From an optimization exercise on the open Yosys and OpenROAD flow, aimed at small area, a short achievable clock period and few clock cycles per item; shortcuts taken in it are not production practice. The RTL was checked by simulation tests, not by an equivalence proof against the original design. No activity file was given, so power comes from the tool's default toggle rates.

==> zinc <==
// frc_enc
module frc_enc (
    input  wire        clk,
    input  wire        rst,
    input  wire [4:0]  cfg_depth,    
    input  wire [2:0]  cfg_ratio,    
    input  wire [1:0]  cfg_ph,       
    input  wire [1:0]  cfg_pv,       
    input  wire        in_valid,
    output wire        in_ready,
    input  wire [15:0] in_data,
    output wire        out_valid,
    input  wire        out_ready,
    output wire [31:0] out_data,
    output wire        out_last
);
clock: 25.0 ns
lec_check: 0
cap_margin: 20
core_margin: 2
core_utilization: 40
place_density: 0.6
slew_margin: 20
standard.sh (not shown) runs the stock make flow with config.mk's settings and CLKGATE_MAP_FILE= SYNTH_SCRIPT=/design/flow/synth_recipe.tcl, a recipe that flattens the netlist after the stock synthesis.
==> flow/flow/run.sh <==
#!/bin/bash
# The standard layout (the standard.sh: the standard synthesis, then ORFS
# floorplan to finish), with ORFS's timing repair aimed at 18.3 ns of setup
# slack instead of 0, so that it also shortens the paths that already meet
# the 25 ns clock. Constraints and clock period are the standard flow's, unchanged.
set -euo pipefail
bash standard.sh SETUP_SLACK_MARGIN=18.3 finish > flow_standard.log 2>&1
==> ember (differences from zinc) <==
--- a/flow/design.v
+++ b/flow/design.v
@@ -149,66 +149,68 @@
     reg  [3:0]  qu1, qu2, qu3;
     reg  [3:0]  qm0, qm1, qm2, qm3;          
     always @(posedge clk) begin
         qu1 <= q_run; qu2 <= qu1; qu3 <= qu2;
         qm0 <= q_run; qm1 <= qu1; qm2 <= qu2; qm3 <= qu3;
     end
-    reg  [127:0] hv0, hv1, hv2, hv3;
+    reg  [159:0] hv0, hv1, hv2, hv3;
     wire [15:0]  rec0, rec1, rec2, rec3;
     always @(posedge clk) begin
-        hv0 <= {hv0[111:0], rec0};
-        hv1 <= {hv1[111:0], rec1};
-        hv2 <= {hv2[111:0], rec2};
-        hv3 <= {hv3[111:0], rec3};
+        hv0 <= {hv0[143:0], rec0};
+        hv1 <= {hv1[143:0], rec1};
+        hv2 <= {hv2[143:0], rec2};
+        hv3 <= {hv3[143:0], rec3};
     end
+    function [15:0] hsel(input [159:0] hv, input [3:0] k);
+        hsel = hv[k * 16 +: 16];
+    endfunction
     wire [3:0]  ph_oh = 4'd1 << ph_lg;
     reg  [3:0]  as0, as1, as2, as3;         
     reg  [3:0]  as0h, as1h, as2h, as3h;
+    reg  [3:0]  cs1, cs1h;                  
+    reg  [7:0]  cs2, cs3, cs2h, cs3h;       
     reg         bs2, bs3, bs2h, bs3h;       
     reg  [1:0]  pha0, pha1, pha2, pha3;
     reg  [1:0]  pv2, pv3;
     reg  [4:0]  dep1, dep2, dep3;
     always @(posedge clk) begin
         as0 <= ph_oh; as1 <= as0; as2 <= as1; as3 <= as2;
         as0h <= as0; as1h <= as1; as2h <= as2; as3h <= as3;
+        cs1 <= ph_oh; cs1h <= cs1;
+        cs2 <= (pv_lg == 2'd0) ? {4'd0, ph_oh} : {ph_oh, 4'd0};
+        cs3 <= cs2; cs2h <= cs2; cs3h <= cs3;
         bs2 <= (pv_lg == 2'd0); bs3 <= bs2; bs2h <= bs2; bs3h <= bs3;
         pha0 <= ph_lg; pha1 <= pha0; pha2 <= pha1; pha3 <= pha2;
         pv2 <= pv_lg; pv3 <= pv2;
         dep1 <= depth; dep2 <= dep1; dep3 <= dep2;
     end
-    function [15:0] hpick4(input [127:0] hv, input [3:0] s);
-        hpick4 = ({16{s[0]}} & hv[15:0]) | ({16{s[1]}} & hv[31:16])
-               | ({16{s[2]}} & hv[63:48]) | ({16{s[3]}} & hv[127:112]);
+    function [15:0] hpick4(input [159:0] hv, input [3:0] s, input [3:0] base);
+        hpick4 = ({16{s[0]}} & hv[(base + 0) * 16 +: 16]) | ({16{s[1]}} & hv[(base + 1) * 16 +: 16])
+               | ({16{s[2]}} & hv[(base + 3) * 16 +: 16]) | ({16{s[3]}} & hv[(base + 7) * 16 +: 16]);
     endfunction
-    function [15:0] hpick(input [127:0] hv, input [3:0] sl, input [3:0] sh);
+    function [15:0] hpick(input [159:0] hv, input [3:0] sl, input [3:0] sh, input [3:0] base);
         reg [15:0] lo, hi;
         begin
-            lo = hpick4(hv, sl);
-            hi = hpick4(hv, sh);
+            lo = hpick4(hv, sl, base);
+            hi = hpick4(hv, sh, base);
             hpick = {hi[15:8], lo[7:0]};
         end
     endfunction
     function [15:0] bpick(input [15:0] u, input [15:0] v, input sl, input sh);
         bpick = {sh ? u[15:8] : v[15:8], sl ? u[7:0] : v[7:0]};
     endfunction
-    wire [15:0] a0 = hpick(hv0, as0, as0h);
-    wire [15:0] a1 = hpick(hv1, as1, as1h);
-    wire [15:0] a2 = hpick(hv2, as2, as2h);
-    wire [15:0] a3 = hpick(hv3, as3, as3h);
-    reg  [15:0] a0d1, a0d2, a1d1, a1d2, a2d1;
-    always @(posedge clk) begin
-        a0d1 <= a0; a0d2 <= a0d1;
-        a1d1 <= a1; a1d2 <= a1d1;
-        a2d1 <= a2;
-    end
+    wire [15:0] a0 = hpick(hv0, as0, as0h, 4'd0);
+    wire [15:0] a1 = hpick(hv1, as1, as1h, 4'd0);
+    wire [15:0] a2 = hpick(hv2, as2, as2h, 4'd0);
+    wire [15:0] a3 = hpick(hv3, as3, as3h, 4'd0);
     wire [15:0] b1 = hv0[15:0];
-    wire [15:0] c1 = a0d1;
+    wire [15:0] c1 = hpick(hv0, cs1, cs1h, 4'd1);
     wire [15:0] b2 = bpick(hv1[15:0], hv0[31:16], bs2, bs2h);
-    wire [15:0] c2 = bpick(a1d1, a0d2, bs2, bs2h);
+    wire [15:0] c2 = hpick(hv1, cs2[3:0], cs2h[3:0], 4'd1) | hpick(hv0, cs2[7:4], cs2h[7:4], 4'd2);
     wire [15:0] b3 = bpick(hv2[15:0], hv1[31:16], bs3, bs3h);
-    wire [15:0] c3 = bpick(a2d1, a1d2, bs3, bs3h);
+    wire [15:0] c3 = hpick(hv2, cs3[3:0], cs3h[3:0], 4'd1) | hpick(hv1, cs3[7:4], cs3h[7:4], 4'd2);
     wire [4:0]  col0 = cph;
     wire [4:0]  col1 = cph - 5'd1;
     wire [4:0]  col2 = cph - 5'd2;
     wire [4:0]  col3 = cph - 5'd3;
     wire        lf0 = (col0 >> pha0) == 5'd0;
     wire        lf1 = (col1 >> pha1) == 5'd0;
==> flow/run.sh (new file) <==
#!/bin/bash
# synth_recipe.tcl (not shown) runs the flow's synth.tcl, then flattens the netlist and writes it again
# the make line also repeats each setting of config.mk as NAME=value (left out here)
make -C /OpenROAD-flow-scripts/flow DESIGN_CONFIG=/design/flow/config.mk WORK_HOME=/design/flow/orfs CLKGATE_MAP_FILE= SYNTH_SCRIPT=/design/flow/synth_recipe.tcl finish
removed: flow/flow/run.sh
removed: flow/standard.sh
==> run notes <==
|  | ember | zinc |
|---|---|---|
| Result of the run | no timing/DRC/antenna violations | no timing/DRC/antenna violations |
| Cell count after placement | 17.89k | 17.76k |
| Total stage count of the critical path | 20 | 1 |
| Die extent in y | 591.4 um | 589.7 um |
| Register bit count reported by yosys | 3,473 | 3,449 |
| Switching power share of the total | 33.89% | 33.63% |
| Total number of nets in the final design | 14.56k | 14.45k |
| Highest Clock Rate | 0.1304 GHz | 0.1515 GHz |
| Fraction of layout instances using a drive strength above 1 | 8.198% | 8.672% |
| Power Sequential | 6.54 mW | 6.43 mW |
| Latest clock arrival within the worst-skew pair | 0.96 ns | 0.95 ns |
| Launch point of the critical path | as0[2] | in_ready_r |
| Leakage | 62.91 nW | 63.67 nW |
| Fraction of area in non-clock buffers | 1.636% | 1.570% |
| Net Sw Power | 5.655 mW | 5.505 mW |
| Portion of total power attributed to the clock network | 30.9% | 31.5% |
| Proportion of synthesized chip area in sequential cells | 51.86% | 51.81% |
| DRT iter0 DRCs | 10.48k | 9,848 |
| Pwr Density | 107.1 mW/mm^2 | 105.4 mW/mm^2 |
| Fraction of area in multi-input gates | 39.36% | 39.28% |
Testbench counts of zinc, summed over its fixed seeds: cycles 156,949, blocks 320.
Testbench counts of ember, summed over its fixed seeds: cycles 156,949, blocks 320.

* * *

==> 04-04: inputs <==
frc_enc, a different RTL version from the one above (not shown whole).
==> flow/design.v (excerpt) <==
module frc_enc (
    input  wire        clk,
    input  wire        rst,
    input  wire [4:0]  cfg_depth,    
    input  wire [2:0]  cfg_ratio,    
    input  wire [1:0]  cfg_ph,       
    input  wire [1:0]  cfg_pv,       
    input  wire        in_valid,
    output wire        in_ready,
    input  wire [15:0] in_data,
    output wire        out_valid,
    input  wire        out_ready,
    output wire [31:0] out_data,
    output wire        out_last
);
export LEC_CHECK = 0
export CAP_MARGIN = 20
export CORE_MARGIN = 2
export CORE_UTILIZATION = 40
export PLACE_DENSITY = 0.6
export SLEW_MARGIN = 20
create_clock -name core_clock -period 25.0 [get_ports {clk}]
run.sh (not shown) runs the stock make flow with config.mk's settings and CLKGATE_MAP_FILE= SYNTH_SCRIPT=/design/flow/synth_recipe.tcl, a recipe that flattens the netlist after the stock synthesis.
Stock flow here: none of the scripts above is used.
==> 04-13: changes against 04-04 <==
--- a/flow/design.v
+++ b/flow/design.v
@@ -239,52 +239,62 @@
     function [5:0] fcode(input [16:0] m, input [2:0] t);
         reg [16:0] u;
         begin
             u = m >> t;
             if (u < 17'd24) fcode = {1'b0, u[4:0]};
             else            fcode = 6'd40 - {3'b0, t};
         end
     endfunction
-    reg  [13:0] acc [0:7];
+    reg  [10:0] acc [0:7];
+    reg  [7:0]  nf;
+    reg  [7:0]  fs [0:7];           
+    reg  [13:0] cnt0_r;
     integer t;
-    wire        rstart = (cph == 5'd5);
+    wire        rstart = (cph == 5'd6);
+    reg  [13:0] nsum;
     always @(posedge clk) begin
+        cnt0_r <= cnt0;
         for (t = 0; t < 8; t = t + 1) begin
-            acc[t] <= (rstart ? cnt0 + {t[6:0], 7'd0} : acc[t])
-                    + {8'd0, fcode(md0c, t[2:0])} + {8'd0, fcode(md1b, t[2:0])}
-                    + {8'd0, fcode(md2a, t[2:0])} + {8'd0, fcode(mr3, t[2:0])};
+            fs[t] <= {2'd0, fcode(md0c, t[2:0])} + {2'd0, fcode(md1b, t[2:0])}
+                   + {2'd0, fcode(md2a, t[2:0])} + {2'd0, fcode(mr3, t[2:0])};
+            if (rstart)
+                nsum = cnt0_r + {t[6:0], 7'd0} + {6'd0, fs[t]};
+            else
+                nsum = {{3{acc[t][10]}}, acc[t]} + {6'd0, fs[t]};
+            acc[t] <= nsum[10:0];
+            nf[t]  <= (rstart ? 1'b0 : nf[t]) || !nsum[13];
         end
     end
-    function [17:0] pbest(input [17:0] l, input [17:0] r);    
+    function [14:0] pbest(input [14:0] l, input [14:0] r);    
         begin
-            if (l[17] && (!r[17] || $signed(l[13:0]) <= $signed(r[13:0]))) pbest = l;
+            if (l[14] && (!r[14] || $signed(l[10:0]) <= $signed(r[10:0]))) pbest = l;
             else pbest = r;
         end
     endfunction
-    wire [17:0] pl0 = {acc[0][13], 3'd0, acc[0]};
-    wire [17:0] pl1 = {acc[1][13], 3'd1, acc[1]};
-    wire [17:0] pl2 = {acc[2][13], 3'd2, acc[2]};
-    wire [17:0] pl3 = {acc[3][13], 3'd3, acc[3]};
-    wire [17:0] pl4 = {acc[4][13], 3'd4, acc[4]};
-    wire [17:0] pl5 = {acc[5][13], 3'd5, acc[5]};
-    wire [17:0] pl6 = {acc[6][13], 3'd6, acc[6]};
-    wire [17:0] pl7 = {acc[7][13], 3'd7, acc[7]};
-    reg  [17:0] pbh0, pbh1;
-    wire [17:0] pbst = pbest(pbh0, pbh1);
+    wire [14:0] pl0 = {!nf[0], 3'd0, acc[0]};
+    wire [14:0] pl1 = {!nf[1], 3'd1, acc[1]};
+    wire [14:0] pl2 = {!nf[2], 3'd2, acc[2]};
+    wire [14:0] pl3 = {!nf[3], 3'd3, acc[3]};
+    wire [14:0] pl4 = {!nf[4], 3'd4, acc[4]};
+    wire [14:0] pl5 = {!nf[5], 3'd5, acc[5]};
+    wire [14:0] pl6 = {!nf[6], 3'd6, acc[6]};
+    wire [14:0] pl7 = {!nf[7], 3'd7, acc[7]};
+    reg  [14:0] pbh0, pbh1;
+    wire [14:0] pbst = pbest(pbh0, pbh1);
     reg         pk_found;
     reg  [2:0]  pk_t;
     always @(posedge clk) begin
         if (rstart) begin
             pbh0 <= pbest(pbest(pl0, pl1), pbest(pl2, pl3));
             pbh1 <= pbest(pbest(pl4, pl5), pbest(pl6, pl7));
         end
-        if (cph == 5'd6) begin
-            pk_found <= pbst[17];
-            pk_t     <= pbst[16:14];
+        if (cph == 5'd7) begin
+            pk_found <= pbst[14];
+            pk_t     <= pbst[13:11];
         end
     end
     reg  [1:0]  mode;
     reg         cur_pass, pk_pass;
     reg  [3:0]  cur_q, pk_q;
     reg  [3:0]  qs;
     reg  [2:0]  ts;
     reg         hdr_pend;
==> qor summary <==
| metric | 04-04 | 04-13 |
|---|---|---|
| Result of the run | no timing/DRC/antenna violations | no timing/DRC/antenna violations |
| Die Area | 0.3434 mm^2 | 0.3523 mm^2 |
| Share of synthesized cell area in full adder, half adder and majority cells | 9.537% | 9.207% |
| Routed length on met3 | 35140 um | 37280 um |
| Placed instance count | 17537 | 17965 |
| Final critical-path required period | 7.563 ns | 7.070 ns |
| Number of non-filler instances in the completed layout | 18173 | 18593 |
| Area of the mapped netlist | 0.1355 mm^2 | 0.1390 mm^2 |
| Worst-Margin Slew | 1.210 ns | 1.219 ns |
| Worst rel slew slack | 19.04% | 18.40% |
| Synth Instances | 13297 | 13654 |
| Met1 layer usage reported by global route | 32.91% | 32.13% |
| Sequential cell area | 0.07034 mm^2 | 0.07131 mm^2 |
| Placed inst area | 0.1416 mm^2 | 0.1451 mm^2 |
| FF-to-FF setup slack | 17.44 ns | 18.21 ns |
| Worst setup endpoint | hv2[15] | in_ready |
| Flip-flop and latch count | 3409 | 3460 |
| Post-synthesis mux area share | 4.124% | 4.486% |
| Synthesized Nets | 14170 | 14541 |
| R2R Path End | hv2[15] | hv1[9] |
| Sequential portion of the cell area | 45.90% | 45.50% |
| Worst-path maximum fanout | 34 | 2 |
| Critical hold path startpoint | ring1[425] | ring1[138] |
Testbench counts of 04-04, summed over its fixed seeds: cycles 156,949, blocks 320.
Testbench counts of 04-13, summed over its fixed seeds: cycles 156,949, blocks 320.

-- static timing again, ports no longer ideal --
How much do the figures lean on ideal ports? The routed layouts below were timed once more, with nothing changed but the port constraints.
Step 1 (the two cells are an assumption about what drives the block):
set clk [get_ports {clk}]
set_driving_cell -lib_cell sky130_fd_sc_hd__clkbuf_16 $clk
set_driving_cell -lib_cell sky130_fd_sc_hd__buf_2 [delete_from_list [all_inputs] $clk]
Step 2 times the ports against the registers' clock, not the clock port: input delays grow and output delays shrink by t, the midpoint of the rising clock arrivals with the driver on.
a / b / c = ideal ports / drivers / drivers and shift; a / b = the first two.
run | t, ns | slack for setup (ns) | latest minus earliest clock arrival (ns) | worst data-port slew with drivers (ns) | pins driven straight from the clock port
zinc | 1.020 | 18.398 / 18.292 / 17.496 | 0.094 / 0.093 | 0.16 | 1
ember | 1.026 | 17.329 / 17.329 / 17.329 | 0.091 / 0.091 | 0.15 | 1
04-04 | 1.028 | 17.437 / 17.437 / 17.437 | 0.092 / 0.092 | 0.05 | 1
04-13 | 1.038 | 17.930 / 17.822 / 17.556 | 0.144 / 0.144 | 0.04 | 1
After both steps setup and hold are still met in every run listed. For zinc, which loses most, drivers alone change the setup slack by -0.106 ns; drivers and shift together by -0.902 ns.
